Context: an optimization exercise on an open-source flow, tuned for small area, a short achievable clock period and few clock cycles. The choices shown serve that exercise and are no tape-out recipe. Function was checked by simulation only, so behaviour that the tests miss may differ from the original. Power is estimated from default activity; no workload was simulated.

==> flow/design.v <==
module rs_gf_mul (
    input  wire [9:0] a,
    input  wire [9:0] b,
    output wire [9:0] y
);
    wire [9:0] pa [0:9];
    assign pa[0] = a;
    genvar i;
    generate
        for (i = 1; i < 10; i = i + 1) begin : g_shift
            assign pa[i] = {pa[i-1][8:0], 1'b0} ^ (pa[i-1][9] ? 10'h009 : 10'h000);
        end
    endgenerate
    reg [9:0] acc;
    integer k;
    always @(*) begin
        acc = 10'd0;
        for (k = 0; k < 10; k = k + 1)
            if (b[k]) acc = acc ^ pa[k];
    end
    assign y = acc;
endmodule
module rs_gf_inv (
    input  wire [9:0] a,
    output reg  [9:0] y
);
    always @(*) begin
        case (a)
            10'd0: y = 10'd0;
            10'd1: y = 10'd1;
            10'd2: y = 10'd516;
            10'd3: y = 10'd1016;
            10'd4: y = 10'd258;
            10'd5: y = 10'd687;
            10'd6: y = 10'd508;
            10'd7: y = 10'd734;
            10'd8: y = 10'd129;
            10'd9: y = 10'd589;
            10'd10: y = 10'd851;
            10'd11: y = 10'd184;
            10'd12: y = 10'd254;
            10'd13: y = 10'd232;
            10'd14: y = 10'd367;
            10'd15: y = 10'd610;
            10'd16: y = 10'd580;
            10'd17: y = 10'd478;
            10'd18: y = 10'd802;
            10'd19: y = 10'd214;
            10'd20: y = 10'd941;
            10'd21: y = 10'd242;
            10'd22: y = 10'd92;
            10'd23: y = 10'd88;
            10'd24: y = 10'd127;
            10'd25: y = 10'd977;
            10'd26: y = 10'd116;
            10'd27: y = 10'd572;
            10'd28: y = 10'd691;
            10'd29: y = 10'd104;
            10'd30: y = 10'd305;
            10'd31: y = 10'd399;
            10'd32: y = 10'd290;
            10'd33: y = 10'd133;
            10'd34: y = 10'd239;
            10'd35: y = 10'd765;
            10'd36: y = 10'd401;
            10'd37: y = 10'd632;
            10'd38: y = 10'd107;
            10'd39: y = 10'd991;
            10'd40: y = 10'd978;
            10'd41: y = 10'd423;
            10'd42: y = 10'd121;
            10'd43: y = 10'd335;
            10'd44: y = 10'd46;
            10'd45: y = 10'd531;
            10'd46: y = 10'd44;
            10'd47: y = 10'd530;
            10'd48: y = 10'd571;
            10'd49: y = 10'd395;
            10'd50: y = 10'd1004;
            10'd51: y = 10'd845;
            10'd52: y = 10'd58;
            10'd53: y = 10'd949;
            10'd54: y = 10'd286;
            10'd55: y = 10'd231;
            10'd56: y = 10'd861;
            10'd57: y = 10'd975;
            10'd58: y = 10'd52;
            10'd59: y = 10'd948;
            10'd60: y = 10'd668;
            10'd61: y = 10'd1001;
            10'd62: y = 10'd707;
            10'd63: y = 10'd937;
            10'd64: y = 10'd145;
            10'd65: y = 10'd359;
            10'd66: y = 10'd582;
            10'd67: y = 10'd135;
            10'd68: y = 10'd627;
            10'd69: y = 10'd473;
            10'd70: y = 10'd890;
            10'd71: y = 10'd672;
            10'd72: y = 10'd716;
            10'd73: y = 10'd738;
            10'd74: y = 10'd316;
            10'd75: y = 10'd325;
            10'd76: y = 10'd561;
            10'd77: y = 10'd364;
            10'd78: y = 10'd1003;
            10'd79: y = 10'd296;
            10'd80: y = 10'd489;
            10'd81: y = 10'd253;
            10'd82: y = 10'd727;
            10'd83: y = 10'd894;
            10'd84: y = 10'd568;
            10'd85: y = 10'd315;
            10'd86: y = 10'd675;
            10'd87: y = 10'd563;
            10'd88: y = 10'd23;
            10'd89: y = 10'd93;
            10'd90: y = 10'd781;
            10'd91: y = 10'd308;
            10'd92: y = 10'd22;
            10'd93: y = 10'd89;
            10'd94: y = 10'd265;
            10'd95: y = 10'd660;
            10'd96: y = 10'd793;
            10'd97: y = 10'd629;
            10'd98: y = 10'd705;
            10'd99: y = 10'd900;
            10'd100: y = 10'd502;
            10'd101: y = 10'd427;
            10'd102: y = 10'd930;
            10'd103: y = 10'd310;
            10'd104: y = 10'd29;
            10'd105: y = 10'd690;
            10'd106: y = 10'd990;
            10'd107: y = 10'd38;
            10'd108: y = 10'd143;
            10'd109: y = 10'd337;
            10'd110: y = 10'd631;
            10'd111: y = 10'd559;
            10'd112: y = 10'd938;
            10'd113: y = 10'd521;
            10'd114: y = 10'd995;
            10'd115: y = 10'd574;
            10'd116: y = 10'd26;
            10'd117: y = 10'd573;
            10'd118: y = 10'd474;
            10'd119: y = 10'd497;
            10'd120: y = 10'd334;
            10'd121: y = 10'd42;
            10'd122: y = 10'd1008;
            10'd123: y = 10'd157;
            10'd124: y = 10'd869;
            10'd125: y = 10'd197;
            10'd126: y = 10'd976;
            10'd127: y = 10'd24;
            10'd128: y = 10'd588;
            10'd129: y = 10'd8;
            10'd130: y = 10'd695;
            10'd131: y = 10'd747;
            10'd132: y = 10'd291;
            10'd133: y = 10'd33;
            10'd134: y = 10'd583;
            10'd135: y = 10'd67;
            10'd136: y = 10'd829;
            10'd137: y = 10'd810;
            10'd138: y = 10'd744;
            10'd139: y = 10'd993;
            10'd140: y = 10'd445;
            10'd141: y = 10'd908;
            10'd142: y = 10'd336;
            10'd143: y = 10'd108;
            10'd144: y = 10'd358;
            10'd145: y = 10'd64;
            10'd146: y = 10'd369;
            10'd147: y = 10'd512;
            10'd148: y = 10'd158;
            10'd149: y = 10'd490;
            10'd150: y = 10'd678;
            10'd151: y = 10'd819;
            10'd152: y = 10'd796;
            10'd153: y = 10'd175;
            10'd154: y = 10'd182;
            10'd155: y = 10'd206;
            10'd156: y = 10'd1009;
            10'd157: y = 10'd123;
            10'd158: y = 10'd148;
            10'd159: y = 10'd491;
            10'd160: y = 10'd752;
            10'd161: y = 10'd319;
            10'd162: y = 10'd634;
            10'd163: y = 10'd467;
            10'd164: y = 10'd879;
            10'd165: y = 10'd380;
            10'd166: y = 10'd447;
            10'd167: y = 10'd240;
            10'd168: y = 10'd284;
            10'd169: y = 10'd789;
            10'd170: y = 10'd665;
            10'd171: y = 10'd872;
            10'd172: y = 10'd853;
            10'd173: y = 10'd766;
            10'd174: y = 10'd797;
            10'd175: y = 10'd153;
            10'd176: y = 10'd527;
            10'd177: y = 10'd485;
            10'd178: y = 10'd554;
            10'd179: y = 10'd288;
            10'd180: y = 10'd898;
            10'd181: y = 10'd710;
            10'd182: y = 10'd154;
            10'd183: y = 10'd207;
            10'd184: y = 10'd11;
            10'd185: y = 10'd850;
            10'd186: y = 10'd552;
            10'd187: y = 10'd617;
            10'd188: y = 10'd640;
            10'd189: y = 10'd997;
            10'd190: y = 10'd330;
            10'd191: y = 10'd952;
            10'd192: y = 10'd904;
            10'd193: y = 10'd914;
            10'd194: y = 10'd830;
            10'd195: y = 10'd221;
            10'd196: y = 10'd868;
            10'd197: y = 10'd125;
            10'd198: y = 10'd450;
            10'd199: y = 10'd608;
            10'd200: y = 10'd251;
            10'd201: y = 10'd615;
            10'd202: y = 10'd721;
            10'd203: y = 10'd741;
            10'd204: y = 10'd465;
            10'd205: y = 10'd515;
            10'd206: y = 10'd155;
            10'd207: y = 10'd183;
            10'd208: y = 10'd522;
            10'd209: y = 10'd799;
            10'd210: y = 10'd345;
            10'd211: y = 10'd943;
            10'd212: y = 10'd495;
            10'd213: y = 10'd1006;
            10'd214: y = 10'd19;
            10'd215: y = 10'd803;
            10'd216: y = 10'd579;
            10'd217: y = 10'd784;
            10'd218: y = 10'd684;
            10'd219: y = 10'd601;
            10'd220: y = 10'd831;
            10'd221: y = 10'd195;
            10'd222: y = 10'd787;
            10'd223: y = 10'd482;
            10'd224: y = 10'd469;
            10'd225: y = 10'd396;
            10'd226: y = 10'd768;
            10'd227: y = 10'd564;
            10'd228: y = 10'd1013;
            10'd229: y = 10'd279;
            10'd230: y = 10'd287;
            10'd231: y = 10'd55;
            10'd232: y = 10'd13;
            10'd233: y = 10'd255;
            10'd234: y = 10'd794;
            10'd235: y = 10'd972;
            10'd236: y = 10'd237;
            10'd237: y = 10'd236;
            10'd238: y = 10'd764;
            10'd239: y = 10'd34;
            10'd240: y = 10'd167;
            10'd241: y = 10'd446;
            10'd242: y = 10'd21;
            10'd243: y = 10'd940;
            10'd244: y = 10'd504;
            10'd245: y = 10'd298;
            10'd246: y = 10'd586;
            10'd247: y = 10'd983;
            10'd248: y = 10'd950;
            10'd249: y = 10'd534;
            10'd250: y = 10'd614;
            10'd251: y = 10'd200;
            10'd252: y = 10'd488;
            10'd253: y = 10'd81;
            10'd254: y = 10'd12;
            10'd255: y = 10'd233;
            10'd256: y = 10'd294;
            10'd257: y = 10'd928;
            10'd258: y = 10'd4;
            10'd259: y = 10'd686;
            10'd260: y = 10'd863;
            10'd261: y = 10'd416;
            10'd262: y = 10'd881;
            10'd263: y = 10'd968;
            10'd264: y = 10'd661;
            10'd265: y = 10'd94;
            10'd266: y = 10'd532;
            10'd267: y = 10'd498;
            10'd268: y = 10'd807;
            10'd269: y = 10'd959;
            10'd270: y = 10'd549;
            10'd271: y = 10'd719;
            10'd272: y = 10'd922;
            10'd273: y = 10'd441;
            10'd274: y = 10'd405;
            10'd275: y = 10'd877;
            10'd276: y = 10'd372;
            10'd277: y = 10'd356;
            10'd278: y = 10'd1012;
            10'd279: y = 10'd229;
            10'd280: y = 10'd730;
            10'd281: y = 10'd333;
            10'd282: y = 10'd454;
            10'd283: y = 10'd677;
            10'd284: y = 10'd168;
            10'd285: y = 10'd788;
            10'd286: y = 10'd54;
            10'd287: y = 10'd230;
            10'd288: y = 10'd179;
            10'd289: y = 10'd555;
            10'd290: y = 10'd32;
            10'd291: y = 10'd132;
            10'd292: y = 10'd700;
            10'd293: y = 10'd492;
            10'd294: y = 10'd256;
            10'd295: y = 10'd929;
            10'd296: y = 10'd79;
            10'd297: y = 10'd1002;
            10'd298: y = 10'd245;
            10'd299: y = 10'd505;
            10'd300: y = 10'd339;
            10'd301: y = 10'd911;
            10'd302: y = 10'd925;
            10'd303: y = 10'd778;
            10'd304: y = 10'd398;
            10'd305: y = 10'd30;
            10'd306: y = 10'd595;
            10'd307: y = 10'd500;
            10'd308: y = 10'd91;
            10'd309: y = 10'd780;
            10'd310: y = 10'd103;
            10'd311: y = 10'd931;
            10'd312: y = 10'd1020;
            10'd313: y = 10'd944;
            10'd314: y = 10'd569;
            10'd315: y = 10'd85;
            10'd316: y = 10'd74;
            10'd317: y = 10'd324;
            10'd318: y = 10'd753;
            10'd319: y = 10'd161;
            10'd320: y = 10'd376;
            10'd321: y = 10'd743;
            10'd322: y = 10'd667;
            10'd323: y = 10'd649;
            10'd324: y = 10'd317;
            10'd325: y = 10'd75;
            10'd326: y = 10'd749;
            10'd327: y = 10'd409;
            10'd328: y = 10'd947;
            10'd329: y = 10'd551;
            10'd330: y = 10'd190;
            10'd331: y = 10'd953;
            10'd332: y = 10'd731;
            10'd333: y = 10'd281;
            10'd334: y = 10'd120;
            10'd335: y = 10'd43;
            10'd336: y = 10'd142;
            10'd337: y = 10'd109;
            10'd338: y = 10'd910;
            10'd339: y = 10'd300;
            10'd340: y = 10'd840;
            10'd341: y = 10'd645;
            10'd342: y = 10'd436;
            10'd343: y = 10'd518;
            10'd344: y = 10'd942;
            10'd345: y = 10'd210;
            10'd346: y = 10'd383;
            10'd347: y = 10'd477;
            10'd348: y = 10'd906;
            10'd349: y = 10'd419;
            10'd350: y = 10'd584;
            10'd351: y = 10'd413;
            10'd352: y = 10'd771;
            10'd353: y = 10'd857;
            10'd354: y = 10'd758;
            10'd355: y = 10'd362;
            10'd356: y = 10'd277;
            10'd357: y = 10'd373;
            10'd358: y = 10'd144;
            10'd359: y = 10'd65;
            10'd360: y = 10'd449;
            10'd361: y = 10'd751;
            10'd362: y = 10'd355;
            10'd363: y = 10'd759;
            10'd364: y = 10'd77;
            10'd365: y = 10'd560;
            10'd366: y = 10'd611;
            10'd367: y = 10'd14;
            10'd368: y = 10'd513;
            10'd369: y = 10'd146;
            10'd370: y = 10'd425;
            10'd371: y = 10'd754;
            10'd372: y = 10'd276;
            10'd373: y = 10'd357;
            10'd374: y = 10'd816;
            10'd375: y = 10'd896;
            10'd376: y = 10'd320;
            10'd377: y = 10'd742;
            10'd378: y = 10'd1014;
            10'd379: y = 10'd708;
            10'd380: y = 10'd165;
            10'd381: y = 10'd878;
            10'd382: y = 10'd476;
            10'd383: y = 10'd346;
            10'd384: y = 10'd452;
            10'd385: y = 10'd697;
            10'd386: y = 10'd457;
            10'd387: y = 10'd1023;
            10'd388: y = 10'd415;
            10'd389: y = 10'd606;
            10'd390: y = 10'd618;
            10'd391: y = 10'd965;
            10'd392: y = 10'd434;
            10'd393: y = 10'd966;
            10'd394: y = 10'd570;
            10'd395: y = 10'd49;
            10'd396: y = 10'd225;
            10'd397: y = 10'd468;
            10'd398: y = 10'd304;
            10'd399: y = 10'd31;
            10'd400: y = 10'd633;
            10'd401: y = 10'd36;
            10'd402: y = 10'd823;
            10'd403: y = 10'd885;
            10'd404: y = 10'd876;
            10'd405: y = 10'd274;
            10'd406: y = 10'd886;
            10'd407: y = 10'd643;
            10'd408: y = 10'd748;
            10'd409: y = 10'd327;
            10'd410: y = 10'd773;
            10'd411: y = 10'd737;
            10'd412: y = 10'd585;
            10'd413: y = 10'd351;
            10'd414: y = 10'd607;
            10'd415: y = 10'd388;
            10'd416: y = 10'd261;
            10'd417: y = 10'd862;
            10'd418: y = 10'd907;
            10'd419: y = 10'd349;
            10'd420: y = 10'd680;
            10'd421: y = 10'd955;
            10'd422: y = 10'd979;
            10'd423: y = 10'd41;
            10'd424: y = 10'd755;
            10'd425: y = 10'd370;
            10'd426: y = 10'd503;
            10'd427: y = 10'd101;
            10'd428: y = 10'd525;
            10'd429: y = 10'd957;
            10'd430: y = 10'd917;
            10'd431: y = 10'd834;
            10'd432: y = 10'd805;
            10'd433: y = 10'd926;
            10'd434: y = 10'd392;
            10'd435: y = 10'd967;
            10'd436: y = 10'd342;
            10'd437: y = 10'd519;
            10'd438: y = 10'd808;
            10'd439: y = 10'd762;
            10'd440: y = 10'd923;
            10'd441: y = 10'd273;
            10'd442: y = 10'd613;
            10'd443: y = 10'd812;
            10'd444: y = 10'd909;
            10'd445: y = 10'd140;
            10'd446: y = 10'd241;
            10'd447: y = 10'd166;
            10'd448: y = 10'd750;
            10'd449: y = 10'd360;
            10'd450: y = 10'd198;
            10'd451: y = 10'd609;
            10'd452: y = 10'd384;
            10'd453: y = 10'd696;
            10'd454: y = 10'd282;
            10'd455: y = 10'd676;
            10'd456: y = 10'd1022;
            10'd457: y = 10'd386;
            10'd458: y = 10'd655;
            10'd459: y = 10'd713;
            10'd460: y = 10'd651;
            10'd461: y = 10'd544;
            10'd462: y = 10'd543;
            10'd463: y = 10'd866;
            10'd464: y = 10'd514;
            10'd465: y = 10'd204;
            10'd466: y = 10'd635;
            10'd467: y = 10'd163;
            10'd468: y = 10'd397;
            10'd469: y = 10'd224;
            10'd470: y = 10'd486;
            10'd471: y = 10'd688;
            10'd472: y = 10'd626;
            10'd473: y = 10'd69;
            10'd474: y = 10'd118;
            10'd475: y = 10'd496;
            10'd476: y = 10'd382;
            10'd477: y = 10'd347;
            10'd478: y = 10'd17;
            10'd479: y = 10'd581;
            10'd480: y = 10'd599;
            10'd481: y = 10'd761;
            10'd482: y = 10'd223;
            10'd483: y = 10'd786;
            10'd484: y = 10'd526;
            10'd485: y = 10'd177;
            10'd486: y = 10'd470;
            10'd487: y = 10'd689;
            10'd488: y = 10'd252;
            10'd489: y = 10'd80;
            10'd490: y = 10'd149;
            10'd491: y = 10'd159;
            10'd492: y = 10'd293;
            10'd493: y = 10'd701;
            10'd494: y = 10'd1007;
            10'd495: y = 10'd212;
            10'd496: y = 10'd475;
            10'd497: y = 10'd119;
            10'd498: y = 10'd267;
            10'd499: y = 10'd533;
            10'd500: y = 10'd307;
            10'd501: y = 10'd594;
            10'd502: y = 10'd100;
            10'd503: y = 10'd426;
            10'd504: y = 10'd244;
            10'd505: y = 10'd299;
            10'd506: y = 10'd556;
            10'd507: y = 10'd756;
            10'd508: y = 10'd6;
            10'd509: y = 10'd735;
            10'd510: y = 10'd624;
            10'd511: y = 10'd912;
            10'd512: y = 10'd147;
            10'd513: y = 10'd368;
            10'd514: y = 10'd464;
            10'd515: y = 10'd205;
            10'd516: y = 10'd2;
            10'd517: y = 10'd1017;
            10'd518: y = 10'd343;
            10'd519: y = 10'd437;
            10'd520: y = 10'd939;
            10'd521: y = 10'd113;
            10'd522: y = 10'd208;
            10'd523: y = 10'd798;
            10'd524: y = 10'd956;
            10'd525: y = 10'd428;
            10'd526: y = 10'd484;
            10'd527: y = 10'd176;
            10'd528: y = 10'd846;
            10'd529: y = 10'd670;
            10'd530: y = 10'd47;
            10'd531: y = 10'd45;
            10'd532: y = 10'd266;
            10'd533: y = 10'd499;
            10'd534: y = 10'd249;
            10'd535: y = 10'd951;
            10'd536: y = 10'd919;
            10'd537: y = 10'd865;
            10'd538: y = 10'd987;
            10'd539: y = 10'd859;
            10'd540: y = 10'd790;
            10'd541: y = 10'd659;
            10'd542: y = 10'd867;
            10'd543: y = 10'd462;
            10'd544: y = 10'd461;
            10'd545: y = 10'd650;
            10'd546: y = 10'd728;
            10'd547: y = 10'd592;
            10'd548: y = 10'd718;
            10'd549: y = 10'd270;
            10'd550: y = 10'd946;
            10'd551: y = 10'd329;
            10'd552: y = 10'd186;
            10'd553: y = 10'd616;
            10'd554: y = 10'd178;
            10'd555: y = 10'd289;
            10'd556: y = 10'd506;
            10'd557: y = 10'd757;
            10'd558: y = 10'd630;
            10'd559: y = 10'd111;
            10'd560: y = 10'd365;
            10'd561: y = 10'd76;
            10'd562: y = 10'd674;
            10'd563: y = 10'd87;
            10'd564: y = 10'd227;
            10'd565: y = 10'd769;
            10'd566: y = 10'd854;
            10'd567: y = 10'd620;
            10'd568: y = 10'd84;
            10'd569: y = 10'd314;
            10'd570: y = 10'd394;
            10'd571: y = 10'd48;
            10'd572: y = 10'd27;
            10'd573: y = 10'd117;
            10'd574: y = 10'd115;
            10'd575: y = 10'd994;
            10'd576: y = 10'd605;
            10'd577: y = 10'd971;
            10'd578: y = 10'd785;
            10'd579: y = 10'd216;
            10'd580: y = 10'd16;
            10'd581: y = 10'd479;
            10'd582: y = 10'd66;
            10'd583: y = 10'd134;
            10'd584: y = 10'd350;
            10'd585: y = 10'd412;
            10'd586: y = 10'd246;
            10'd587: y = 10'd982;
            10'd588: y = 10'd128;
            10'd589: y = 10'd9;
            10'd590: y = 10'd980;
            10'd591: y = 10'd623;
            10'd592: y = 10'd547;
            10'd593: y = 10'd729;
            10'd594: y = 10'd501;
            10'd595: y = 10'd306;
            10'd596: y = 10'd638;
            10'd597: y = 10'd934;
            10'd598: y = 10'd760;
            10'd599: y = 10'd480;
            10'd600: y = 10'd685;
            10'd601: y = 10'd219;
            10'd602: y = 10'd963;
            10'd603: y = 10'd889;
            10'd604: y = 10'd970;
            10'd605: y = 10'd576;
            10'd606: y = 10'd389;
            10'd607: y = 10'd414;
            10'd608: y = 10'd199;
            10'd609: y = 10'd451;
            10'd610: y = 10'd15;
            10'd611: y = 10'd366;
            10'd612: y = 10'd813;
            10'd613: y = 10'd442;
            10'd614: y = 10'd250;
            10'd615: y = 10'd201;
            10'd616: y = 10'd553;
            10'd617: y = 10'd187;
            10'd618: y = 10'd390;
            10'd619: y = 10'd964;
            10'd620: y = 10'd567;
            10'd621: y = 10'd855;
            10'd622: y = 10'd981;
            10'd623: y = 10'd591;
            10'd624: y = 10'd510;
            10'd625: y = 10'd913;
            10'd626: y = 10'd472;
            10'd627: y = 10'd68;
            10'd628: y = 10'd792;
            10'd629: y = 10'd97;
            10'd630: y = 10'd558;
            10'd631: y = 10'd110;
            10'd632: y = 10'd37;
            10'd633: y = 10'd400;
            10'd634: y = 10'd162;
            10'd635: y = 10'd466;
            10'd636: y = 10'd892;
            10'd637: y = 10'd849;
            10'd638: y = 10'd596;
            10'd639: y = 10'd935;
            10'd640: y = 10'd188;
            10'd641: y = 10'd996;
            10'd642: y = 10'd887;
            10'd643: y = 10'd407;
            10'd644: y = 10'd841;
            10'd645: y = 10'd341;
            10'd646: y = 10'd832;
            10'd647: y = 10'd921;
            10'd648: y = 10'd666;
            10'd649: y = 10'd323;
            10'd650: y = 10'd545;
            10'd651: y = 10'd460;
            10'd652: y = 10'd882;
            10'd653: y = 10'd723;
            10'd654: y = 10'd712;
            10'd655: y = 10'd458;
            10'd656: y = 10'd989;
            10'd657: y = 10'd1010;
            10'd658: y = 10'd791;
            10'd659: y = 10'd541;
            10'd660: y = 10'd95;
            10'd661: y = 10'd264;
            10'd662: y = 10'd984;
            10'd663: y = 10'd843;
            10'd664: y = 10'd873;
            10'd665: y = 10'd170;
            10'd666: y = 10'd648;
            10'd667: y = 10'd322;
            10'd668: y = 10'd60;
            10'd669: y = 10'd1000;
            10'd670: y = 10'd529;
            10'd671: y = 10'd847;
            10'd672: y = 10'd71;
            10'd673: y = 10'd891;
            10'd674: y = 10'd562;
            10'd675: y = 10'd86;
            10'd676: y = 10'd455;
            10'd677: y = 10'd283;
            10'd678: y = 10'd150;
            10'd679: y = 10'd818;
            10'd680: y = 10'd420;
            10'd681: y = 10'd954;
            10'd682: y = 10'd838;
            10'd683: y = 10'd826;
            10'd684: y = 10'd218;
            10'd685: y = 10'd600;
            10'd686: y = 10'd259;
            10'd687: y = 10'd5;
            10'd688: y = 10'd471;
            10'd689: y = 10'd487;
            10'd690: y = 10'd105;
            10'd691: y = 10'd28;
            10'd692: y = 10'd699;
            10'd693: y = 10'd724;
            10'd694: y = 10'd746;
            10'd695: y = 10'd130;
            10'd696: y = 10'd453;
            10'd697: y = 10'd385;
            10'd698: y = 10'd725;
            10'd699: y = 10'd692;
            10'd700: y = 10'd292;
            10'd701: y = 10'd493;
            10'd702: y = 10'd714;
            10'd703: y = 10'd777;
            10'd704: y = 10'd901;
            10'd705: y = 10'd98;
            10'd706: y = 10'd936;
            10'd707: y = 10'd62;
            10'd708: y = 10'd379;
            10'd709: y = 10'd1015;
            10'd710: y = 10'd181;
            10'd711: y = 10'd899;
            10'd712: y = 10'd654;
            10'd713: y = 10'd459;
            10'd714: y = 10'd702;
            10'd715: y = 10'd776;
            10'd716: y = 10'd72;
            10'd717: y = 10'd739;
            10'd718: y = 10'd548;
            10'd719: y = 10'd271;
            10'd720: y = 10'd740;
            10'd721: y = 10'd202;
            10'd722: y = 10'd883;
            10'd723: y = 10'd653;
            10'd724: y = 10'd693;
            10'd725: y = 10'd698;
            10'd726: y = 10'd895;
            10'd727: y = 10'd82;
            10'd728: y = 10'd546;
            10'd729: y = 10'd593;
            10'd730: y = 10'd280;
            10'd731: y = 10'd332;
            10'd732: y = 10'd821;
            10'd733: y = 10'd903;
            10'd734: y = 10'd7;
            10'd735: y = 10'd509;
            10'd736: y = 10'd772;
            10'd737: y = 10'd411;
            10'd738: y = 10'd73;
            10'd739: y = 10'd717;
            10'd740: y = 10'd720;
            10'd741: y = 10'd203;
            10'd742: y = 10'd377;
            10'd743: y = 10'd321;
            10'd744: y = 10'd138;
            10'd745: y = 10'd992;
            10'd746: y = 10'd694;
            10'd747: y = 10'd131;
            10'd748: y = 10'd408;
            10'd749: y = 10'd326;
            10'd750: y = 10'd448;
            10'd751: y = 10'd361;
            10'd752: y = 10'd160;
            10'd753: y = 10'd318;
            10'd754: y = 10'd371;
            10'd755: y = 10'd424;
            10'd756: y = 10'd507;
            10'd757: y = 10'd557;
            10'd758: y = 10'd354;
            10'd759: y = 10'd363;
            10'd760: y = 10'd598;
            10'd761: y = 10'd481;
            10'd762: y = 10'd439;
            10'd763: y = 10'd809;
            10'd764: y = 10'd238;
            10'd765: y = 10'd35;
            10'd766: y = 10'd173;
            10'd767: y = 10'd852;
            10'd768: y = 10'd226;
            10'd769: y = 10'd565;
            10'd770: y = 10'd856;
            10'd771: y = 10'd352;
            10'd772: y = 10'd736;
            10'd773: y = 10'd410;
            10'd774: y = 10'd1019;
            10'd775: y = 10'd874;
            10'd776: y = 10'd715;
            10'd777: y = 10'd703;
            10'd778: y = 10'd303;
            10'd779: y = 10'd924;
            10'd780: y = 10'd309;
            10'd781: y = 10'd90;
            10'd782: y = 10'd998;
            10'd783: y = 10'd871;
            10'd784: y = 10'd217;
            10'd785: y = 10'd578;
            10'd786: y = 10'd483;
            10'd787: y = 10'd222;
            10'd788: y = 10'd285;
            10'd789: y = 10'd169;
            10'd790: y = 10'd540;
            10'd791: y = 10'd658;
            10'd792: y = 10'd628;
            10'd793: y = 10'd96;
            10'd794: y = 10'd234;
            10'd795: y = 10'd973;
            10'd796: y = 10'd152;
            10'd797: y = 10'd174;
            10'd798: y = 10'd523;
            10'd799: y = 10'd209;
            10'd800: y = 10'd824;
            10'd801: y = 10'd933;
            10'd802: y = 10'd18;
            10'd803: y = 10'd215;
            10'd804: y = 10'd927;
            10'd805: y = 10'd432;
            10'd806: y = 10'd958;
            10'd807: y = 10'd268;
            10'd808: y = 10'd438;
            10'd809: y = 10'd763;
            10'd810: y = 10'd137;
            10'd811: y = 10'd828;
            10'd812: y = 10'd443;
            10'd813: y = 10'd612;
            10'd814: y = 10'd837;
            10'd815: y = 10'd960;
            10'd816: y = 10'd374;
            10'd817: y = 10'd897;
            10'd818: y = 10'd679;
            10'd819: y = 10'd151;
            10'd820: y = 10'd902;
            10'd821: y = 10'd732;
            10'd822: y = 10'd884;
            10'd823: y = 10'd402;
            10'd824: y = 10'd800;
            10'd825: y = 10'd932;
            10'd826: y = 10'd683;
            10'd827: y = 10'd839;
            10'd828: y = 10'd811;
            10'd829: y = 10'd136;
            10'd830: y = 10'd194;
            10'd831: y = 10'd220;
            10'd832: y = 10'd646;
            10'd833: y = 10'd920;
            10'd834: y = 10'd431;
            10'd835: y = 10'd916;
            10'd836: y = 10'd961;
            10'd837: y = 10'd814;
            10'd838: y = 10'd682;
            10'd839: y = 10'd827;
            10'd840: y = 10'd340;
            10'd841: y = 10'd644;
            10'd842: y = 10'd985;
            10'd843: y = 10'd663;
            10'd844: y = 10'd1005;
            10'd845: y = 10'd51;
            10'd846: y = 10'd528;
            10'd847: y = 10'd671;
            10'd848: y = 10'd893;
            10'd849: y = 10'd637;
            10'd850: y = 10'd185;
            10'd851: y = 10'd10;
            10'd852: y = 10'd767;
            10'd853: y = 10'd172;
            10'd854: y = 10'd566;
            10'd855: y = 10'd621;
            10'd856: y = 10'd770;
            10'd857: y = 10'd353;
            10'd858: y = 10'd986;
            10'd859: y = 10'd539;
            10'd860: y = 10'd974;
            10'd861: y = 10'd56;
            10'd862: y = 10'd417;
            10'd863: y = 10'd260;
            10'd864: y = 10'd918;
            10'd865: y = 10'd537;
            10'd866: y = 10'd463;
            10'd867: y = 10'd542;
            10'd868: y = 10'd196;
            10'd869: y = 10'd124;
            10'd870: y = 10'd999;
            10'd871: y = 10'd783;
            10'd872: y = 10'd171;
            10'd873: y = 10'd664;
            10'd874: y = 10'd775;
            10'd875: y = 10'd1018;
            10'd876: y = 10'd404;
            10'd877: y = 10'd275;
            10'd878: y = 10'd381;
            10'd879: y = 10'd164;
            10'd880: y = 10'd969;
            10'd881: y = 10'd262;
            10'd882: y = 10'd652;
            10'd883: y = 10'd722;
            10'd884: y = 10'd822;
            10'd885: y = 10'd403;
            10'd886: y = 10'd406;
            10'd887: y = 10'd642;
            10'd888: y = 10'd962;
            10'd889: y = 10'd603;
            10'd890: y = 10'd70;
            10'd891: y = 10'd673;
            10'd892: y = 10'd636;
            10'd893: y = 10'd848;
            10'd894: y = 10'd83;
            10'd895: y = 10'd726;
            10'd896: y = 10'd375;
            10'd897: y = 10'd817;
            10'd898: y = 10'd180;
            10'd899: y = 10'd711;
            10'd900: y = 10'd99;
            10'd901: y = 10'd704;
            10'd902: y = 10'd820;
            10'd903: y = 10'd733;
            10'd904: y = 10'd192;
            10'd905: y = 10'd915;
            10'd906: y = 10'd348;
            10'd907: y = 10'd418;
            10'd908: y = 10'd141;
            10'd909: y = 10'd444;
            10'd910: y = 10'd338;
            10'd911: y = 10'd301;
            10'd912: y = 10'd511;
            10'd913: y = 10'd625;
            10'd914: y = 10'd193;
            10'd915: y = 10'd905;
            10'd916: y = 10'd835;
            10'd917: y = 10'd430;
            10'd918: y = 10'd864;
            10'd919: y = 10'd536;
            10'd920: y = 10'd833;
            10'd921: y = 10'd647;
            10'd922: y = 10'd272;
            10'd923: y = 10'd440;
            10'd924: y = 10'd779;
            10'd925: y = 10'd302;
            10'd926: y = 10'd433;
            10'd927: y = 10'd804;
            10'd928: y = 10'd257;
            10'd929: y = 10'd295;
            10'd930: y = 10'd102;
            10'd931: y = 10'd311;
            10'd932: y = 10'd825;
            10'd933: y = 10'd801;
            10'd934: y = 10'd597;
            10'd935: y = 10'd639;
            10'd936: y = 10'd706;
            10'd937: y = 10'd63;
            10'd938: y = 10'd112;
            10'd939: y = 10'd520;
            10'd940: y = 10'd243;
            10'd941: y = 10'd20;
            10'd942: y = 10'd344;
            10'd943: y = 10'd211;
            10'd944: y = 10'd313;
            10'd945: y = 10'd1021;
            10'd946: y = 10'd550;
            10'd947: y = 10'd328;
            10'd948: y = 10'd59;
            10'd949: y = 10'd53;
            10'd950: y = 10'd248;
            10'd951: y = 10'd535;
            10'd952: y = 10'd191;
            10'd953: y = 10'd331;
            10'd954: y = 10'd681;
            10'd955: y = 10'd421;
            10'd956: y = 10'd524;
            10'd957: y = 10'd429;
            10'd958: y = 10'd806;
            10'd959: y = 10'd269;
            10'd960: y = 10'd815;
            10'd961: y = 10'd836;
            10'd962: y = 10'd888;
            10'd963: y = 10'd602;
            10'd964: y = 10'd619;
            10'd965: y = 10'd391;
            10'd966: y = 10'd393;
            10'd967: y = 10'd435;
            10'd968: y = 10'd263;
            10'd969: y = 10'd880;
            10'd970: y = 10'd604;
            10'd971: y = 10'd577;
            10'd972: y = 10'd235;
            10'd973: y = 10'd795;
            10'd974: y = 10'd860;
            10'd975: y = 10'd57;
            10'd976: y = 10'd126;
            10'd977: y = 10'd25;
            10'd978: y = 10'd40;
            10'd979: y = 10'd422;
            10'd980: y = 10'd590;
            10'd981: y = 10'd622;
            10'd982: y = 10'd587;
            10'd983: y = 10'd247;
            10'd984: y = 10'd662;
            10'd985: y = 10'd842;
            10'd986: y = 10'd858;
            10'd987: y = 10'd538;
            10'd988: y = 10'd1011;
            10'd989: y = 10'd656;
            10'd990: y = 10'd106;
            10'd991: y = 10'd39;
            10'd992: y = 10'd745;
            10'd993: y = 10'd139;
            10'd994: y = 10'd575;
            10'd995: y = 10'd114;
            10'd996: y = 10'd641;
            10'd997: y = 10'd189;
            10'd998: y = 10'd782;
            10'd999: y = 10'd870;
            10'd1000: y = 10'd669;
            10'd1001: y = 10'd61;
            10'd1002: y = 10'd297;
            10'd1003: y = 10'd78;
            10'd1004: y = 10'd50;
            10'd1005: y = 10'd844;
            10'd1006: y = 10'd213;
            10'd1007: y = 10'd494;
            10'd1008: y = 10'd122;
            10'd1009: y = 10'd156;
            10'd1010: y = 10'd657;
            10'd1011: y = 10'd988;
            10'd1012: y = 10'd278;
            10'd1013: y = 10'd228;
            10'd1014: y = 10'd378;
            10'd1015: y = 10'd709;
            10'd1016: y = 10'd3;
            10'd1017: y = 10'd517;
            10'd1018: y = 10'd875;
            10'd1019: y = 10'd774;
            10'd1020: y = 10'd312;
            10'd1021: y = 10'd945;
            10'd1022: y = 10'd456;
            10'd1023: y = 10'd387;
            default: y = 10'd0;
        endcase
    end
endmodule
module rs544_dec (
    input  wire       clk,
    input  wire       rst,
    input  wire       in_valid,
    input  wire [9:0] in_sym,
    output wire       in_ready,
    output reg        corr_valid,
    output reg  [9:0] corr_pos,
    output reg  [9:0] corr_val,
    output reg        done,
    output reg        fail,
    output reg  [3:0] nerr
);
    localparam NSYM = 544;
    localparam NPAR = 30;
    localparam T    = 15;
    localparam NL   = 16;    
    function [9:0] alpha_pow;
        input integer j;
        integer n;
        reg [9:0] v;
        begin
            v = 10'h001;
            for (n = 0; n < j; n = n + 1)
                v = {v[8:0], 1'b0} ^ (v[9] ? 10'h009 : 10'h000);
            alpha_pow = v;
        end
    endfunction
    function [9:0] chien_start;
        input integer i;
        begin
            chien_start = alpha_pow((1023 - ((543 * i) % 1023)) % 1023);
        end
    endfunction
    integer i;
    genvar gj;
    reg        rdy;
    reg [9:0]  acnt;            
    reg        v1, first1, last1;
    reg [9:0]  d1;
    assign in_ready = rdy;
    wire accept = in_valid && rdy && !rst;
    reg  [9:0] s1 [0:NPAR-1];
    reg        s1full;
    wire [9:0] s1_mul [0:NPAR-1];
    generate
        for (gj = 0; gj < NPAR; gj = gj + 1) begin : g_synd
            rs_gf_mul u_mul (.a(first1 ? 10'd0 : s1[gj]), .b(alpha_pow(gj)), .y(s1_mul[gj]));
        end
    endgenerate
    localparam [1:0] ST2_IDLE = 2'd0, ST2_RUN = 2'd1, ST2_DONE = 2'd2;
    reg [1:0]  st2;
    reg [9:0]  s2   [0:NPAR-1];    
    reg [9:0]  lam  [0:NL-1];
    reg [9:0]  bb   [0:NL-1];
    reg [9:0]  gam, delta, acc;
    reg [4:0]  lreg;
    reg        issue;
    reg        om0;             
    reg [4:0]  r0;
    reg [3:0]  j0;
    reg [4:0]  sa0;             
    reg        v_c1, om_c1, last_c1, lp_c1;
    reg [4:0]  r_c1;
    reg [3:0]  j_c1;
    reg [9:0]  lr, br, sr;
    reg        v_c2, om_c2, last_c2;
    reg [4:0]  r_c2;
    reg [3:0]  j_c2;
    reg [9:0]  ln, lr2, br2, sr2;
    reg        v_c3;
    reg [3:0]  i_c3;
    reg [9:0]  omt;
    wire copy = s1full && (st2 == ST2_IDLE);
    wire last0 = om0 ? (j0 == ((r0 == 5'd14) ? 4'd15 : r0[3:0]))
                     : (j0 == ((r0 >= 5'd15) ? 4'd15 : r0[3:0] + 4'd1));
    wire [9:0] lam_rd = lam[j0];
    wire [9:0] bb_rd  = bb[j0 - 4'd1];
    wire [9:0] s2_rd  = s2[sa0];
    wire       s_zero = (sa0 >= 5'd30) || (om0 && (j0 > r0[3:0]) );
    wire [9:0] bpow [0:NL-1];
    generate
        for (gj = 0; gj < NL; gj = gj + 1) begin : g_bpow
            assign bpow[gj] = chien_start(gj);
        end
    endgenerate
    wire [9:0] bpow_c1 = bpow[j_c1];
    wire [9:0] bpow_c3 = bpow[i_c3];
    wire [9:0] m1_y, m2_y, m3_y;
    wire [9:0] m2_a = om_c1 ? bpow_c1 : gam;
    wire [9:0] m3_a = v_c3  ? omt     : delta;
    wire [9:0] m3_b = v_c3  ? bpow_c3 : br;
    rs_gf_mul u_m1 (.a(ln),   .b(sr2),  .y(m1_y));
    rs_gf_mul u_m2 (.a(m2_a), .b(lr),   .y(m2_y));
    rs_gf_mul u_m3 (.a(m3_a), .b(m3_b), .y(m3_y));
    wire [9:0] lam_new = m2_y ^ m3_y;
    wire [9:0] accv    = acc ^ m1_y;
    wire       swap_c1 = (delta != 10'd0) && ({lreg, 1'b0} <= {1'b0, r_c1});
    wire       swap_c2 = (delta != 10'd0) && ({lreg, 1'b0} <= {1'b0, r_c2});
    reg [9:0]  lterm [0:NL-1];
    reg [9:0]  oterm [0:T-1];
    reg        act3;
    reg [9:0]  k3;
    reg [4:0]  l3;
    reg [4:0]  nroot;
    wire last3   = (k3 == NSYM - 1);
    wire handoff = (st2 == ST2_DONE) && (!act3 || last3);
    wire [9:0] lterm_mul [0:NL-1];
    wire [9:0] oterm_mul [0:T-1];
    generate
        for (gj = 0; gj < NL; gj = gj + 1) begin : g_chl
            rs_gf_mul u_step (.a(lterm[gj]), .b(alpha_pow(gj)), .y(lterm_mul[gj]));
        end
        for (gj = 0; gj < T; gj = gj + 1) begin : g_cho
            rs_gf_mul u_step (.a(oterm[gj]), .b(alpha_pow(gj)), .y(oterm_mul[gj]));
        end
    endgenerate
    reg [9:0] lam_even, lam_odd, om_val;
    always @(*) begin
        lam_even = 10'd0;
        lam_odd  = 10'd0;
        om_val   = 10'd0;
        for (i = 0; i < NL; i = i + 1)
            if (i % 2 == 0) lam_even = lam_even ^ lterm[i];
            else            lam_odd  = lam_odd  ^ lterm[i];
        for (i = 0; i < T; i = i + 1)
            om_val = om_val ^ oterm[i];
    end
    wire is_root = ((lam_even ^ lam_odd) == 10'd0);
    wire [4:0] nroot_new = nroot + {4'd0, is_root};
    reg        p1_v, p1_last, p1_fail;
    reg [3:0]  p1_nerr;
    reg [9:0]  p1_pos, p1_om, p1_lo;
    reg        p2_v, p2_last, p2_fail;
    reg [3:0]  p2_nerr;
    reg [9:0]  p2_pos, p2_om, p2_inv;
    wire [9:0] inv_y, err_val;
    rs_gf_inv u_inv (.a(p1_lo), .y(inv_y));
    rs_gf_mul u_forney (.a(p2_om), .b(p2_inv), .y(err_val));
    wire        st2_idle_n = (st2 == ST2_IDLE) ? !copy : (st2 == ST2_DONE && handoff);
    wire        s1full_n   = (s1full && !copy) || (v1 && last1);
    wire        blk1 = (acnt == NSYM - 1) && !st2_idle_n;
    wire        blk0 = (acnt == 10'd0) && s1full_n && !st2_idle_n;
    always @(posedge clk) begin
        v1     <= accept;
        d1     <= in_sym;
        first1 <= (acnt == 10'd0);
        last1  <= (acnt == NSYM - 1);
        if (rst) begin
            acnt <= 10'd0;
            rdy  <= 1'b1;
        end else begin
            if (accept)
                acnt <= (acnt == NSYM - 1) ? 10'd0 : acnt + 10'd1;
            rdy <= !(accept ? blk1 : blk0);
        end
        if (v1)
            for (i = 0; i < NPAR; i = i + 1)
                s1[i] <= s1_mul[i] ^ d1;
        if (rst)
            s1full <= 1'b0;
        else
            s1full <= s1full_n;
        if (copy)
            for (i = 0; i < NPAR; i = i + 1)
                s2[i] <= s1[i];
        if (copy) begin
            issue <= 1'b1;
            om0   <= 1'b0;
            r0    <= 5'd0;
            j0    <= 4'd0;
            sa0   <= 5'd1;
        end else if (issue) begin
            if (last0) begin
                j0 <= 4'd0;
                if (!om0 && r0 == NPAR - 1) begin
                    om0 <= 1'b1;
                    r0  <= 5'd0;
                    sa0 <= 5'd0;
                end else if (om0 && r0 == 5'd14) begin
                    issue <= 1'b0;
                end else begin
                    r0  <= r0 + 5'd1;
                    sa0 <= om0 ? r0 + 5'd1 : r0 + 5'd2;
                end
            end else begin
                j0  <= j0 + 4'd1;
                sa0 <= sa0 - 5'd1;
            end
        end
        v_c1    <= issue && !copy;
        om_c1   <= om0;
        last_c1 <= last0;
        lp_c1   <= om0 && (r0 == 5'd14);
        r_c1    <= r0;
        j_c1    <= j0;
        lr <= (!om0 && r0 == 5'd0 && j0 == 4'd0) ? 10'd1 :
              (!om0 && {1'b0, j0} == r0 + 5'd1) ? 10'd0 : lam_rd;
        br <= (om0 || j0 == 4'd0) ? 10'd0 :
              (r0 == 5'd0) ? 10'd1 : bb_rd;
        sr <= s_zero ? 10'd0 : s2_rd;
        v_c2    <= v_c1;
        om_c2   <= om_c1;
        last_c2 <= last_c1;
        r_c2    <= r_c1;
        j_c2    <= j_c1;
        lr2     <= lr;
        br2     <= br;
        sr2     <= sr;
        ln      <= om_c1 ? lr : lam_new;
        if (v_c1) begin
            if (!om_c1 || lp_c1)
                lam[j_c1] <= om_c1 ? m2_y : lam_new;
            if (!om_c1 && last_c1 && swap_c1)
                gam <= delta;
        end
        v_c3 <= 1'b0;
        if (v_c2) begin
            if (!om_c2) begin
                bb[j_c2] <= swap_c2 ? lr2 : br2;
                if (last_c2 && swap_c2)
                    lreg <= r_c2 + 5'd1 - lreg;
            end
            if (last_c2) begin
                acc <= 10'd0;
                if (om_c2) begin
                    omt  <= accv;
                    v_c3 <= 1'b1;
                    i_c3 <= r_c2[3:0];
                end else begin
                    delta <= accv;
                end
            end else begin
                acc <= accv;
            end
        end
        if (v_c3)
            s2[15 + i_c3] <= m3_y;
        if (copy) begin
            gam   <= 10'd1;
            delta <= s1[0];
            acc   <= 10'd0;
            lreg  <= 5'd0;
        end
        if (rst) begin
            st2   <= ST2_IDLE;
            issue <= 1'b0;
            v_c1  <= 1'b0;
            v_c2  <= 1'b0;
            v_c3  <= 1'b0;
        end else begin
            case (st2)
                ST2_IDLE: if (copy) st2 <= ST2_RUN;
                ST2_RUN:  if (v_c3 && i_c3 == 4'd14) st2 <= ST2_DONE;
                ST2_DONE: if (handoff) st2 <= ST2_IDLE;
                default:  st2 <= ST2_IDLE;
            endcase
        end
        for (i = 0; i < NL; i = i + 1)
            lterm[i] <= handoff ? lam[i] : lterm_mul[i];
        for (i = 0; i < T; i = i + 1)
            oterm[i] <= handoff ? s2[15 + i] : oterm_mul[i];
        if (handoff) begin
            k3    <= 10'd0;
            l3    <= lreg;
            nroot <= 5'd0;
        end else begin
            k3    <= k3 + 10'd1;
            nroot <= nroot_new;
        end
        if (rst)
            act3 <= 1'b0;
        else if (handoff)
            act3 <= 1'b1;
        else if (last3)
            act3 <= 1'b0;
        p1_v    <= act3 && is_root;
        p1_last <= act3 && last3;
        p1_pos  <= k3;
        p1_om   <= om_val;
        p1_lo   <= lam_odd;
        p1_fail <= (l3 > T) || (nroot_new != l3);
        p1_nerr <= nroot_new[3:0];
        p2_v    <= p1_v;
        p2_last <= p1_last;
        p2_pos  <= p1_pos;
        p2_om   <= p1_om;
        p2_inv  <= inv_y;
        p2_fail <= p1_fail;
        p2_nerr <= p1_nerr;
        corr_valid <= p2_v;
        done       <= p2_last;
        corr_pos   <= p2_pos;
        corr_val   <= err_val;
        fail       <= p2_fail;
        nerr       <= p2_nerr;
        if (rst) begin
            p1_v <= 1'b0; p1_last <= 1'b0;
            p2_v <= 1'b0; p2_last <= 1'b0;
            corr_valid <= 1'b0; done <= 1'b0;
        end
    end
endmodule
==> flow/run.sh <==
#!/bin/bash
# synth_recipe.tcl (not shown) runs the flow's synth.tcl, then flattens the netlist and writes it again
# the make line also repeats each setting of config.mk as NAME=value (left out here)
make -C /OpenROAD-flow-scripts/flow DESIGN_CONFIG=/design/flow/config.mk WORK_HOME=/design/flow/orfs CLKGATE_MAP_FILE= SYNTH_SCRIPT=/design/flow/synth_recipe.tcl finish
==> flow/config.mk <==
export PLATFORM = sky130hd
export DESIGN_NAME = rs544_dec
export DESIGN_NICKNAME = rs544_dec
export VERILOG_FILES = /design/flow/design.v
export SDC_FILE = /design/flow/constraint.sdc
export NUM_CORES = 4
export LEC_CHECK = 0
export CAP_MARGIN = 20
export CORE_MARGIN = 2
export CORE_UTILIZATION = 40
export PLACE_DENSITY = 0.6
export SLEW_MARGIN = 20
export SYNTH_MEMORY_MAX_BITS = 16384
==> flow/constraint.sdc <==
create_clock -name core_clock -period 10.0 [get_ports {clk}]
set_input_delay 2.0000 -clock core_clock [delete_from_list [all_inputs] [get_ports {clk}]]
set_output_delay 2.0000 -clock core_clock [all_outputs]
set_load 0.01 [all_outputs]
==> run summary <==
==> flip-flops by register name, indices dropped and copies added (netlist names), 150 cells and up, named ones only <==
name / count
s1: 300
lterm: 160
s2: 320
bb: 160
oterm: 150
lam: 160
==> critical path, delay by kind of cell, from the launching register on <==
kind	cells	cell delay (ns)
flip-flops	1	0.32
AO/OA/AOI/OAI	4	1.52
adder cells (fa/ha/maj)	1	0.77
AND/OR/NAND/NOR	5	2.04
buffers and inverters	2	0.77
==> stage by stage <==
stage	std cells	hold WS [ns]
2_1_floorplan	8508	0.310
3_3_place_gp	10800	0.313
3_5_place_dp	10900	0.312
4_1_cts	11200	0.311
5_1_grt	11200	0.314
6_report	11200	0.314
==> Yosys cell counts (70+ instances only) <==
| cell type | number | area (um2) |
|---|---|---|
| sky130_fd_sc_hd__nand2_1 | 1247 | 4680 |
| sky130_fd_sc_hd__xnor2_1 | 1068 | 9350 |
| sky130_fd_sc_hd__edfxtp_1 | 989 | 29700 |
| sky130_fd_sc_hd__nor2_1 | 710 | 2670 |
| sky130_fd_sc_hd__clkbuf_1 | 644 | 2420 |
| sky130_fd_sc_hd__o21ai_0 | 614 | 3070 |
| sky130_fd_sc_hd__dfxtp_1 | 575 | 11500 |
| sky130_fd_sc_hd__xor2_1 | 509 | 4460 |
| sky130_fd_sc_hd__a21oi_1 | 318 | 1590 |
| sky130_fd_sc_hd__mux4_2 | 213 | 4800 |
| sky130_fd_sc_hd__a211oi_1 | 120 | 901 |
| sky130_fd_sc_hd__nor3_1 | 116 | 581 |
| sky130_fd_sc_hd__nand2b_1 | 115 | 719 |
| sky130_fd_sc_hd__nand3_1 | 103 | 515 |
| sky130_fd_sc_hd__inv_1 | 95 | 357 |
| sky130_fd_sc_hd__o211ai_1 | 80 | 601 |
| sky130_fd_sc_hd__buf_1 | 70 | 263 |
==> cell usage in the layout, fill, tap and decap left out, types with 92 or more instances in the layout <==
| cell type | count |
|---|---|
| sky130_fd_sc_hd__buf_4 | 220 |
| sky130_fd_sc_hd__a21oi_1 | 315 |
| sky130_fd_sc_hd__nor2_1 | 682 |
| sky130_fd_sc_hd__edfxtp_1 | 989 |
| sky130_fd_sc_hd__nand2_1 | 1243 |
| sky130_fd_sc_hd__xor2_1 | 509 |
| sky130_fd_sc_hd__nand3_1 | 103 |
| sky130_fd_sc_hd__inv_1 | 92 |
| sky130_fd_sc_hd__nand2b_1 | 110 |
| sky130_fd_sc_hd__clkbuf_16 | 172 |
| sky130_fd_sc_hd__xnor2_1 | 1060 |
| sky130_fd_sc_hd__nor3_1 | 110 |
| sky130_fd_sc_hd__a211oi_1 | 118 |
| sky130_fd_sc_hd__dfxtp_1 | 548 |
| sky130_fd_sc_hd__mux4_2 | 213 |
| sky130_fd_sc_hd__o21ai_0 | 604 |
==> layer usage <==
layer	routed length [um]	share of wire, %	global-route usage (%)
met1	159000	40	46.1
met2	172000	44	53.2
met3	34400	8.8	8.48
met4	27700	7.1	21.5
met5	104	0.026	0
==> final cells by class <==
class / instances / share of cell area, %
multi-input cells: 6081 / 44.0
flip-flops and latches: 1564 / 43.5
clock buffers: 239 / 4.98
well taps: 2838 / 3.74
repair buffers: 272 / 2.38
clock inverters: 76 / 0.983
inverters: 103 / 0.419
diodes: 24 / 0.0633
==> path summary, 6_finish.rpt <==
check                        start           endpoint  slack [ns]
setup / recovery  p1_lo[1]$_DFF_P_  p2_inv[2]$_DFF_P_        4.39
hold / removal    p1_om[1]$_DFF_P_   p2_om[1]$_DFF_P_        0.31
setup reg to reg  p1_lo[1]$_DFF_P_  p2_inv[2]$_DFF_P_        4.39
hold reg to reg   p1_om[1]$_DFF_P_   p2_om[1]$_DFF_P_        0.31
==> logic make-up (layout without fill, tap and decap cells) <==
| group | Yosys count | after routing | synth area share, % |
|---|---|---|---|
| AO/OA/AOI/OAI | 1611 | 1611 | 11.7 |
| XOR/XNOR | 1590 | 1590 | 16.4 |
| adder cells (fa/ha/maj) | 59 | 59 | 0.868 |
| buffers and inverters | 863 | 690 | 3.86 |
| flip-flops | 1564 | 1564 | 48.0 |
| multiplexers | 321 | 321 | 6.94 |
| other | 1 | 34 | 0.00436 |
| AND/OR/NAND/NOR | 2490 | 2490 | 12.2 |
==> power by group through the flow <==
stage | Sequential, W | Clock [W] | Combinational, W
2_1_floorplan | 0.00917 | 0 | 0.0112
3_3_place_gp | 0.00997 | 0 | 0.0204
3_5_place_dp | 0.00999 | 0 | 0.0201
4_1_cts | 0.00986 | 0.00646 | 0.0202
5_1_grt | 0.00998 | 0.00671 | 0.0215
6_report | 0.00988 | 0.00634 | 0.0213
==> summary.md <==
| Metric | Value |
|---|---|
| Synthesized area per cell | `10.1 um2` |
| Share of cells above drive strength 1 | `11.0%` |
| Crit share post-route | `56.1%` |
| Standard-cell rows | `170` |
| Worst-path clk slew | `0.06 ns` |
| Final setup violation count | `0` |
| Number of fill cells in the layout | `20.4k` |
| Number of buffers inserted to repair setup after CTS | `0` |
| Clock root cell | `sky130_fd_sc_hd__clkbuf_16` |
| Clock latency on the worst-skew pair | `0.85 ns` |
| Max rail drop VDD | `0.268 mV` |
| Final antenna-violating net count | `0` |
| Biggest fanout along the worst timing path | `29` |
| Total clock sinks | `1564` |
| Slew @ Worst Pin | `1.32 ns` |
| Endpoint required time on the critical path | `10.67 ns` |
| Number of flops mapped to enable cells by yosys | `989` |
| Vias after detailed routing | `67.7k` |
| Final wirelength | `393000 um` |
| Number of hold violations in the final report | `0` |
| Crit-path slowest cell | `sky130_fd_sc_hd__ha_2` |
| Drt first pass iters | `8` |
| Number of I/O pins | `41` |
| Leak | `32.9 nW` |
| Sequential group share of total power | `26.3%` |
| Vias/cell | `6.04` |
| Total overflow reported by the global router | `0` |
| Register area share after synthesis | `48.0%` |
| Deepest level of the CTS H-tree | `4` |
| Synthesis Warnings | `9` |
| Fraction of registers with async set/reset | `0%` |
| RSZ-0062 raised after global routing | `false` |
| Proportion of power drawn by combinational gates | `56.8%` |
| CTS buffer count | `167` |
| Final Cell Area | `94900 um2` |
| Area occupied by multi-input gates | `41700 um2` |
| Number of max-cap violations | `0` |
| Fmax | `178 MHz` |
| Ys flop type | `sky130_fd_sc_hd__edfxtp_1` |
| Number of global-route vias before repair | `64.4k` |
| Worst setup SP type | `flip-flop` |
| Placement Cell Area | `89100 um2` |
| Max Root-Sink Buffers | `3` |
| Vertical die dimension | `467 um` |
| Drt drc | `0` |
| Antenna violations before repair | `44` |
| P per Cell Area | `396 nW/um2` |
| Max-slew headroom at the worst pin | `11.2%` |
| Crit Path Category | `reg -> reg` |
| Cell Int Power | `0.0184 W` |
| Status | `timing/DRC/antenna clean` |
| Setup Skew | `0.0770 ns` |
| Total track usage | `35.4%` |
| Synth Register Bits | `1564` |
| Minimum setup slack after placement | `4.84 ns` |
| Largest net degree at the start of global routing | `224` |
| Cell depth of the worst hold path | `0` |
| Post-route minimum period | `5.61 ns` |
| P&R area growth vs syn | `10.5%` |
| Clock power share | `16.9%` |
| Core area | `214000 um2` |
| Maximum single-stage delay on the critical path | `0.77 ns` |
| Last weighted congestion value of the routability-driven placer | `1.09` |
| Clock tree from TritonCTS | `yes` |
| HPWL after detailed placement | `277000 um` |
| CP Cell Sequence | `buf_4 -> inv_1 -> ha_2 -> nand2_1 -> nand2_1 -> nor2_1 -> o311ai_0 -> o21ai_0 -> o21ai_0 -> a21oi_1 -> nor3_1 -> nor3_1` |
| Final count of pins violating max slew | `0` |
| Effective utilization at floorplan | `40.2%` |
| Switching Power | `0.0191 W` |
| Routed wire length per instance | `35.1 um` |
| Total negative slack | `0 ns` |
| Mapped Area | `85900 um2` |
| Type of the worst min-delay path | `reg -> reg` |
| Number of gates given a new drive strength after cts | `0` |
| Wire length of the first global-routing pass | `537000 um` |
| Hold buffers post-CTS | `0` |
| Fraction of the core area covered by cells at the end of the flow | `44.4%` |
| Synthesized netlist cell count | `8499` |
| Area taken by flip-flops and latches | `41300 um2` |
| Net count reported at finish | `8261` |
| Switch share | `50.9%` |
| Arrival @ worst endpoint | `6.28 ns` |
| R2r worst-path depth | `12` |
| Area of the die | `219000 um2` |
| Detailed Route Iter0 Violations | `9130` |
| Die width | `467 um` |
| PnR worst setup slack | `4.39 ns` |
| Number of distinct library cells after synthesis | `98` |
| Sum of internal, switching and leakage power | `0.0376 W` |
| Category of the worst setup path capture point | `flip-flop` |
| # port buffers | `40` |
Testbench counts, summed over its fixed seeds: cycles 112,840.

==> re-timing with driven ports <==
The flow's constraints put no driver on any port. The routed layout listed below was extracted and timed again, unchanged, in two steps. Step 1 sets driving cells, clkbuf_16 on the clock port and buf_2 on the other inputs (assumed; they add their load-dependent delay and slew). Step 2 moves the port delays by t, midway between the first and last clock arrival at a register: inputs arrive t later, outputs are due t later. That takes back most of the time a late clock gives input paths. Three values: ideal, step 1, step 2; two values: the first two.
shift t [ns]: 0.904
slack for setup (ns): 4.390 / 4.390 / 4.390
worst setup path at the end: register to register
After both steps setup and hold are still met in this run. The setup slack of this run moves by 0.000 ns with the drivers and by 0.000 ns with both steps.
